Context: an optimization exercise on an open-source flow, tuned for small area, a short achievable clock period and few clock cycles per item. The choices shown serve that exercise and are no tape-out recipe.
In this exercise RTL edits were held to simulation tests only and were not proved equivalent to the original.

Setup of old:
==> flow/design.v <==
module whorl_rsq (
    input             clk,
    input             rst,           
    input             in_valid,
    output            in_ready,
    input             in_sqrt,       
    input      [31:0] in_a,
    output reg        out_valid,
    output reg [31:0] out_res,
    output reg        out_sat,
    output reg        out_divz,
    output reg        out_domain
);
    reg          busy;
    reg  [3:0]   cnt;                        
    reg  [15:0]  Ms;
    reg          rdy, first;
    reg          sq;                         
    reg          nf;                         
    reg          f_spc, f_sat, f_divz, f_dom;
    reg  [32:0]  S;                          
    reg          s;                          
    reg  [31:0]  E;                          
    reg          b0r;                        
    assign in_ready = rdy;
    wire accept = in_valid & rdy;
    wire last   = busy & (cnt == 4'd0);
    wire [31:0] a       = in_a;
    wire        a_zero  = (a == 32'd0);
    wire        sm_pos  = !a[31] & (a[30:28] == 3'd0) & (!a[27] | (a[26:0] == 27'd0));
    wire        sm_neg  = a[31] & (a[30:27] == 4'hF);
    wire        a_m27   = sm_neg & (a[26:0] == 27'd0);             
    wire        a_max   = !a[31] & (a[30:0] == 31'h7FFF_FFFF);
    wire        spc_in  = in_sqrt ? (a[31] | a_max) : (sm_pos | sm_neg);
    wire        rcp_sk2 = a[31] ? !a[30] : (a[30] & (a[29] | (a[28:2] != 27'd0)));
    wire        rcp_sk1 = a[31] ? (a[30:28] != 3'b111)
                                : (a[30] | a[29] | (a[28] & (a[27:0] != 28'd0)));
    wire        sq_sk1  = (a[30:27] == 4'd0);
    reg  [32:0] s_init;
    reg  [15:0] m_init;
    reg  [3:0]  c_init;
    always @* begin
        if (in_sqrt) begin
            if (sq_sk1) begin
                s_init = {4'b1111, a[26:0], 2'b00};              
                m_init = 16'h3FFF; c_init = 4'd13;
            end else begin
                s_init = {2'b11, a[30:0]};                       
                m_init = 16'h7FFF; c_init = 4'd14;
            end
        end else if (rcp_sk2) begin
            s_init = a[31] ? {33'h0_7FFF_FFF8 | {31'd0, a[29:28]}}
                           : {33'h0_8000_0004 | {31'd0, a[29:28]}};
            m_init = 16'h3FFF; c_init = 4'd13;
        end else if (rcp_sk1) begin
            s_init = a[31] ? {33'h0_1FFF_FFFE | {32'd0, a[30]}}
                           : {33'h0_2000_0000 | {32'd0, a[30]}};
            m_init = 16'h7FFF; c_init = 4'd14;
        end else begin
            s_init = a[31] ? 33'h0_07FF_FFFF : 33'h0_0800_0000;
            m_init = 16'hFFFF; c_init = 4'd15;
        end
        if (spc_in) begin
            m_init = 16'h0001;
            c_init = 4'd0;
        end
    end
    wire [16:0] Msx = {1'b0, Ms};
    wire [31:0] so0, so1, sk0, sk1;
    genvar m;
    generate
        for (m = 0; m < 16; m = m + 1) begin : pos
            assign so0[2*m+1] = Msx[m] & !Msx[m+1];
            assign so0[2*m]   = 1'b0;
            assign so1[2*m+1] = 1'b0;
            assign so1[2*m]   = Msx[m] & !Msx[m+1];
            assign sk0[2*m+1] = Msx[m+1];
            assign sk0[2*m]   = Msx[m];
            assign sk1[2*m+1] = Msx[m+1];
            assign sk1[2*m]   = Msx[m+1];
        end
    endgenerate
    wire [31:0] sop0  = {so0[30:0], 1'b0};          
    wire [31:0] sopp0 = {so0[29:0], 2'b00};         
    wire [31:0] sop1  = so0;                        
    wire [31:0] dfb  = (b0r ? {so0[28:0], 3'b000} : 32'd0) | (!s ? sopp0 : 32'd0);
    wire [31:0] msub0 = dfb | sk0;                  
    wire [31:0] madd0 = dfb | sop0 | so0;           
    wire [32:0] Y0    = s ? {1'b0, ~(E & ~madd0)} : {1'b1, E & ~msub0};
    wire        cin0  = s ? nf : !nf;
    wire [32:0] R0    = S + Y0 + {32'd0, cin0};
    wire        s1    = R0[32];                     
    reg         bdv0, bdv1;
    wire [3:0]  cm1  = cnt - 4'd1;
    wire [15:0] Eo, Ee;
    generate
        for (m = 0; m < 16; m = m + 1) begin : eb
            assign Eo[m] = E[2*m+1];
            assign Ee[m] = E[2*m];
        end
    endgenerate
    wire        bdn0 = Eo[cm1] ^ !nf;               
    wire        bdn1 = Ee[cm1] ^ !nf;               
    wire [32:0] R1c [0:1];
    genvar u;
    generate
        for (u = 0; u < 2; u = u + 1) begin : outcome    
            wire [31:0] msub1 = dfb | sk1 | sop0;
            wire [31:0] madd1 = dfb | sop1 | so1;
            wire [32:0] Y1    = (u == 1) ? {1'b0, ~(E & ~madd1)} : {1'b1, E & ~msub1};
            wire        cin1  = (u == 1) ? nf : !nf;
            wire        bd0   = sq ? (u == 0) : bdv0;
            wire [32:0] X1    = {S[31:0], bd0};
            wire [32:0] X2    = {Y0[31:0], cin1};
            wire [32:0] cs_s  = X1 ^ X2 ^ Y1;
            wire [32:0] cs_c  = (X1 & X2) | (X1 & Y1) | (X2 & Y1);
            assign R1c[u] = cs_s + {cs_c[31:0], cin0} + {32'd0, cin0};
        end
    endgenerate
    wire [32:0] R1  = s1 ? R1c[1] : R1c[0];
    wire        b0  = !s1;
    wire        b1  = !R1[32];
    wire        bd1 = sq ? b1 : bdv1;
    wire [1:0]  qbits = {b0 ^ nf, b1 ^ nf};
    always @(posedge clk) begin
        if (rst) begin
            busy      <= 1'b0;
            Ms        <= 16'd0;
            rdy       <= 1'b1;
            out_valid <= 1'b0;
        end else begin
            out_valid <= last;
            if (accept) begin
                busy <= 1'b1;
                cnt  <= c_init;
                Ms   <= in_sqrt ? m_init : 16'd0;
                rdy <= spc_in;
            end else begin
                busy <= busy & (cnt != 4'd0);
                cnt  <= cnt - 4'd1;
                Ms  <= {1'b0, Ms[15:1]};
                rdy <= !(busy & (cnt[3:1] != 3'd0));
            end
        end
    end
    always @(posedge clk) begin
        first <= accept;
        if (accept) begin
            sq     <= in_sqrt;
            nf     <= !in_sqrt & a[31];
            f_spc  <= spc_in;
            f_sat  <= !in_sqrt & (sm_pos | sm_neg) & !a_zero & !a_m27;
            f_divz <= !in_sqrt & a_zero;
            f_dom  <= in_sqrt & a[31];
            S      <= s_init;
            s      <= in_sqrt;
            E      <= in_sqrt ? 32'hFFFF_FFFF : (a[31] ? a : ~a);
            b0r    <= 1'b0;
            bdv0   <= rcp_sk2 ? a[27] : rcp_sk1 ? a[29] : a[31];
            bdv1   <= rcp_sk2 ? a[26] : rcp_sk1 ? a[28] : a[30];
        end else begin
            bdv0 <= bdn0;
            bdv1 <= bdn1;
            S <= {R1[31:0], bd1};
            s <= R1[32];
            E   <= E & ~dfb;
            b0r <= b0;
        end
        if (first & f_spc)
            out_res <= {nf, sq ? !f_dom : !nf, {30{!sq & !nf}}};
        else if (first)
            out_res <= {{30{nf}}, qbits};
        else
            out_res <= {out_res[29:0], qbits};
        if (last) begin
            out_sat    <= f_sat;
            out_divz   <= f_divz;
            out_domain <= f_dom;
        end
    end
endmodule
clock: 11.0 ns
lec_check: 0
cap_margin: 20
core_margin: 2
core_utilization: 40
place_density: 0.6
slew_margin: 20
standard.sh (not shown) runs the stock make flow with config.mk's settings and CLKGATE_MAP_FILE= SYNTH_SCRIPT=/design/flow/synth_recipe.tcl, a recipe that flattens the netlist after the stock synthesis.
==> flow/flow/run.sh <==
#!/bin/bash
set -euo pipefail
bash standard.sh SETUP_SLACK_MARGIN=8 SETUP_MOVE_SEQUENCE=unbuffer,sizeup,swap,buffer TNS_END_PERCENT=30 finish > standard_flow.log 2>&1
Testbench counts of old, summed over its fixed seeds: cycles 234,871, items 16,000.
Here is what was changed in the inputs of new compared with old.
==> flow/flow/run.sh <==
#!/bin/bash
set -euo pipefail
bash standard.sh SETUP_SLACK_MARGIN=9 SETUP_MOVE_SEQUENCE=unbuffer,sizeup,swap,buffer TNS_END_PERCENT=20 finish > standard_flow.log 2>&1
[summary]
Total routed wirelength (higher): old
Diff old -> new | detailed-route wire length per cell | down slightly
Maximum frequency of new falls short of that of old slightly.
[compare] base=old new=new: core utilization did not really move, area growth from synthesis to final layout did not really move, post-route worst setup slack went down, mean number of vias per cell went up.
Looking at old and new, the fraction of area in registers is a wash.
Relative to old, count of plain and timing-repair buffers increased by 3 in new.
There was hardly any difference in total congestion overflow between old and new.


## sierra
RTL: the design.v shown in full above, as it stands there.
Settings: LEC_CHECK=0, CAP_MARGIN=20, CORE_MARGIN=2, CORE_UTILIZATION=40, PLACE_DENSITY=0.6, SLEW_MARGIN=20; clock period 11.0 ns.
==> flow/flow/run.sh <==
#!/bin/bash
set -euo pipefail
bash standard.sh SETUP_SLACK_MARGIN=8 SETUP_MOVE_SEQUENCE=unbuffer,sizeup,swap,buffer TNS_END_PERCENT=20 finish > standard_flow.log 2>&1
Testbench counts of sierra, summed over its fixed seeds: cycles 234,871, items 16,000.
Input-level comparison between maple and sierra:
==> flow/flow/run.sh <==
#!/bin/bash
set -euo pipefail
bash standard.sh SETUP_SLACK_MARGIN=8 SETUP_MOVE_SEQUENCE=unbuffer,sizeup,swap,buffer TNS_END_PERCENT=10 finish > standard_flow.log 2>&1
Findings:
Relative to sierra, area added between synthesis and finish has gone down in maple. Looking at maple and sierra, the cell count is a wash.
--- input diff maple..harbor ---
==> flow/flow/run.sh <==
#!/bin/bash
set -euo pipefail
bash standard.sh SETUP_SLACK_MARGIN=7 SETUP_MOVE_SEQUENCE=unbuffer,sizeup,swap,buffer TNS_END_PERCENT=20 finish > standard_flow.log 2>&1
[summary]
harbor | status: complete | timing, DRC, antenna: pass
Of harbor and maple, the run reporting the higher total vias in the final route was maple.
A end point of the critical path of out_res[0] is what harbor shows, while S[30] belongs to maple.
On harbor: layout cell share with drive strength beyond 1 is 4.4 points lower than what maple gave.
In terms of sum of met2 wire segment lengths after detailed routing, harbor and maple differ only marginally.
Number of cells on the critical path ended up 1 lower on harbor than on maple.
Global-route usage: maple vs harbor — no meaningful difference
The via count of the first global-routing pass on maple is in line with that on harbor.
harbor reports a lower final worst slack than maple does.
[inputs] cedar vs harbor
==> flow/flow/run.sh <==
#!/bin/bash
set -euo pipefail
bash standard.sh SETUP_SLACK_MARGIN=7.5 SETUP_MOVE_SEQUENCE=unbuffer,sizeup,swap,buffer TNS_END_PERCENT=20 finish > standard_flow.log 2>&1
Results
- Per the comparison of cedar with harbor, wire length on met2 shrank by about 1.3%; total non-filler cell area in the finished layout grew by 860 sq um.
- Reported for cedar and harbor, distinct cell type count after synthesis turned out identical to the last digit.
- In terms of synthesized netlist cell count, harbor and cedar differ only marginally.

[afterwards: timing with drivers on the ports]
The results above use ideal ports. As a check the final layouts listed here were re-extracted and re-timed, cells and wires unchanged.
Step 1: set_driving_cell puts a clkbuf_16 on clk and a buf_2 on each other input, an assumption about the parent block.
Step 2 times the ports against the registers' clock, not the clock port: input delays grow and output delays shrink by t, the midpoint of the rising clock arrivals with the driver on.
Slacks: ideal ports / drivers / drivers and shift; pairs: ideal ports / drivers.
run	shift t [ns]	slack for setup (ns)	hold WS [ns]	slew at the worst register clock pin (ns)	cell pins on the clock port's net
old	0.477	6.545 / 6.545 / 6.545	0.423 / 0.423 / 0.423	0.07 / 0.07	1
new	0.493	6.508 / 6.508 / 6.508	0.439 / 0.439 / 0.439	0.07 / 0.07	1
sierra	0.476	6.685 / 6.685 / 6.637	0.423 / 0.423 / 0.423	0.07 / 0.07	1
maple	0.476	6.502 / 6.502 / 6.202	0.440 / 0.440 / 0.440	0.07 / 0.07	1
harbor	0.480	6.132 / 6.132 / 5.912	0.425 / 0.425 / 0.425	0.07 / 0.07	1
cedar	0.481	6.587 / 6.587 / 6.587	0.410 / 0.410 / 0.410	0.08 / 0.08	1
After both steps setup and hold are still met in every run listed. For maple, which loses most, drivers alone change the setup slack by 0.000 ns; drivers and shift together by -0.300 ns.
